Context: an optimization exercise on an open-source flow, tuned for small area, a short achievable clock period and few clock cycles. The choices shown serve that exercise and are no tape-out recipe.
In this exercise RTL edits were held to simulation tests only and were not proved equivalent to the original.

## try-cedar
// gcm_lane
module gcm_lane (
    input  wire         clk,
    input  wire         rst,
    input  wire         start_valid,
    output wire         start_ready,
    input  wire [127:0] start_key,
    input  wire [95:0]  start_iv,
    input  wire         start_decrypt,
    input  wire         in_valid,
    output wire         in_ready,
    input  wire [127:0] in_data,
    input  wire [4:0]   in_bytes,
    input  wire         in_aad,
    input  wire         in_last,
    output reg          out_valid,
    output reg  [127:0] out_data,
    output reg          tag_valid,
    output reg  [127:0] tag
);
    localparam integer GD     = 26;                     
    localparam integer GSTEPS = (128 + GD - 1) / GD;    
    localparam integer XW     = GSTEPS * GD;            
    localparam integer PAD    = XW - 128;
    localparam JOB_P1 = 1'b0,     
               JOB_PN = 1'b1;     
    function [127:0] byte_mask;
        input [4:0] n;
        integer b;
        begin
            for (b = 0; b < 16; b = b + 1)
                byte_mask[127 - 8*b -: 8] = (b < n) ? 8'hff : 8'h00;
        end
    endfunction
    function [7:0] xtime;
        input [7:0] b;
        begin
            xtime = {b[6:0], 1'b0} ^ (b[7] ? 8'h1b : 8'h00);
        end
    endfunction
    function [31:0] mix_col;
        input [31:0] c;
        reg [7:0] a0, a1, a2, a3;
        begin
            a0 = c[31:24]; a1 = c[23:16]; a2 = c[15:8]; a3 = c[7:0];
            mix_col[31:24] = xtime(a0 ^ a1) ^ a1 ^ a2 ^ a3;
            mix_col[23:16] = xtime(a1 ^ a2) ^ a2 ^ a3 ^ a0;
            mix_col[15:8]  = xtime(a2 ^ a3) ^ a3 ^ a0 ^ a1;
            mix_col[7:0]   = xtime(a3 ^ a0) ^ a0 ^ a1 ^ a2;
        end
    endfunction
    function [127:0] shift_rows;
        input [127:0] s;
        integer r, c;
        begin
            for (c = 0; c < 4; c = c + 1)
                for (r = 0; r < 4; r = r + 1)
                    shift_rows[127 - 8*(4*c + r) -: 8] = s[127 - 8*(4*((c + r) % 4) + r) -: 8];
        end
    endfunction
    function [127:0] mix_columns;
        input [127:0] s;
        begin
  ...
Settings: LEC_CHECK=0, CAP_MARGIN=30, CORE_MARGIN=2, CORE_UTILIZATION=30, SETUP_SLACK_MARGIN=5, SLEW_MARGIN=30, SYNTH_HIERARCHICAL=1; clock period 10.0 ns.
standard.sh (not shown) runs the stock make flow with config.mk's settings and CLKGATE_MAP_FILE= SYNTH_SCRIPT=/design/flow/synth_recipe.tcl, a recipe that flattens the netlist after the stock synthesis.
==> flow/flow/run.sh <==
#!/bin/bash
set -euo pipefail
REPAIR_MARGIN=5.65
W=$PWD
rm -rf "$W/scripts_abc"
cp -r "$FLOW_HOME/scripts" "$W/scripts_abc"
cp "$W/flow/abc_speed.script" "$W/scripts_abc/abc_speed.script"
python3 - "$W/scripts_abc/synth.tcl" <<'PY'
import sys
p = sys.argv[1]
s = open(p).read()
old = "  log_cmd abc {*}$abc_args\n"
assert s.count(old) == 1, "synth.tcl: abc call not found"
s = s.replace(old, """  # the GHASH step keeps ORFS's own mapping; the rest gets the XOR-friendly one
  set abc_args_std [lreplace $abc_args 1 1 $::env(FLOW_HOME)/scripts/abc_speed.script]
  log_cmd abc {*}$abc_args_std gcm_ghash_step
  log_cmd abc {*}$abc_args gcm_lane gcm_sbox
""")
open(p, "w").write(s)
PY
bash "$W/standard.sh" SCRIPTS_DIR="$W/scripts_abc" synth > "$W/run_synth.log" 2>&1
if [[ -n "$REPAIR_MARGIN" ]]; then
  bash "$W/standard.sh" SETUP_SLACK_MARGIN="$REPAIR_MARGIN" > "$W/run_layout.log" 2>&1
else
  bash "$W/standard.sh" > "$W/run_layout.log" 2>&1
fi
==> flow/flow/abc_speed.script <==
strash
&get -n
&fraig -x
&put
scorr
dc2
strash
dch -f
&get -n
&nf -p
&put
Testbench counts of try-cedar, summed over its fixed seeds: cycles 35,118.
## Diff of input files: try-maple against try-cedar
--- a/flow/config.mk
+++ b/flow/config.mk
@@ -8,5 +8,5 @@
 export CAP_MARGIN = 30
 export CORE_MARGIN = 2
-export CORE_UTILIZATION = 30
+export CORE_UTILIZATION = 45
 export SETUP_SLACK_MARGIN = 5
 export SLEW_MARGIN = 30
[summary]
- The higher worst-case setup slack after placement of try-cedar and try-maple is in try-cedar.
- Compare try-cedar and try-maple | total number of placement rows higher: try-cedar
- The final core utilization number comes out lower for try-cedar vs try-maple.
- Compared with try-cedar, try-maple shows layout clock buffer count higher by 20.
- Compared with try-cedar, try-maple shows number of antenna violations at the first check in global routing that has gone down by more than 10%.
- try-cedar -> try-maple: via count flat
- Clock transition at the registers of the reported paths of try-maple is on par with try-cedar.
- Going from try-cedar to try-maple, met2 track demand over resource went up; global-route total usage across every layer went up; shortest clock period the worst path allows after layout went up.

========
Another version of the RTL of gcm_lane (not shown whole).
Size: ~21000 cells after synthesis, about 620 I/O pins, about 180000 um2 of cells after synthesis.
clock: 10.0 ns
lec_check: 0
cap_margin: 30
core_margin: 2
core_utilization: 40
setup_slack_margin: 5
slew_margin: 30
synth_hierarchical: 1
Scripts as last shown in full above: flow/flow/run.sh, flow/flow/abc_speed.script
The starting point finished with timing, DRC and antenna clean.
Testbench counts at the start, summed over its fixed seeds: cycles 35,118.
Change:
--- a/flow/flow/run.sh
+++ b/flow/flow/run.sh
@@ -1,5 +1,5 @@
 #!/bin/bash
 set -euo pipefail
-REPAIR_MARGIN=5.65
+REPAIR_MARGIN=5.5
 W=$PWD
 rm -rf "$W/scripts_abc"
Setup slack got worse by 0.017 ns; clock-buffer cell count stays the same; critical path depth climbs by 3; area after synthesis does not change.
Change:
--- a/flow/flow/run.sh
+++ b/flow/flow/run.sh
@@ -1,5 +1,5 @@
 #!/bin/bash
 set -euo pipefail
-REPAIR_MARGIN=5.5
+REPAIR_MARGIN=5.65
 W=$PWD
 rm -rf "$W/scripts_abc"
--- a/flow/config.mk
+++ b/flow/config.mk
@@ -8,5 +8,5 @@
 export CAP_MARGIN = 30
 export CORE_MARGIN = 2
-export CORE_UTILIZATION = 40
+export CORE_UTILIZATION = 35
 export SETUP_SLACK_MARGIN = 5
 export SLEW_MARGIN = 30
Result: The new run passed the timing, DRC and antenna checks. Wire length rose by a few percent. Cell area rose slightly. Non-clock buffer count rose by 93. Global-route usage fell by 3.6 points. Die area rose by about a fifth.

-- port drivers added, routing unchanged --
Ports are ideal in the flow. The routed layouts listed here were re-timed in OpenROAD. Step 1: set_driving_cell puts a clkbuf_16 on clk and a buf_2 on each other input, an assumption about the parent block. Step 2 moves the port delays by t, midway between the first and last clock arrival at a register: inputs arrive t later, outputs are due t later. That takes back most of the time a late clock gives input paths. a / b / c = ideal / step 1 / step 2; a / b = the first two.
| run | shift t [ns] | setup WS [ns] | worst hold slack (ns) | worst setup path after step 2 | clock arrival spread, ns |
|---|---|---|---|---|---|
| try-cedar | 1.105 | 5.381 / 5.266 / 4.353 | 0.469 / 0.469 / 0.469 | input to register | 0.116 / 0.117 |
| try-maple | 1.065 | 5.086 / 4.966 / 4.361 | 0.494 / 0.494 / 0.494 | input to register | 0.089 / 0.088 |
| the first run of note 2 | 1.091 | 5.351 / 5.229 / 4.475 | 0.477 / 0.477 / 0.477 | input to register | 0.102 / 0.103 |
| the second run of note 2 | 1.088 | 5.334 / 5.252 / 4.508 | 0.476 / 0.476 / 0.476 | input to register | 0.099 / 0.099 |
| the third run of note 2 | 1.087 | 5.184 / 5.052 / 4.595 | 0.478 / 0.478 / 0.478 | input to register | 0.087 / 0.087 |
After both steps every run listed still meets setup and hold. For try-cedar, which loses most, drivers alone change the setup slack by -0.115 ns; drivers and shift together by -1.028 ns.
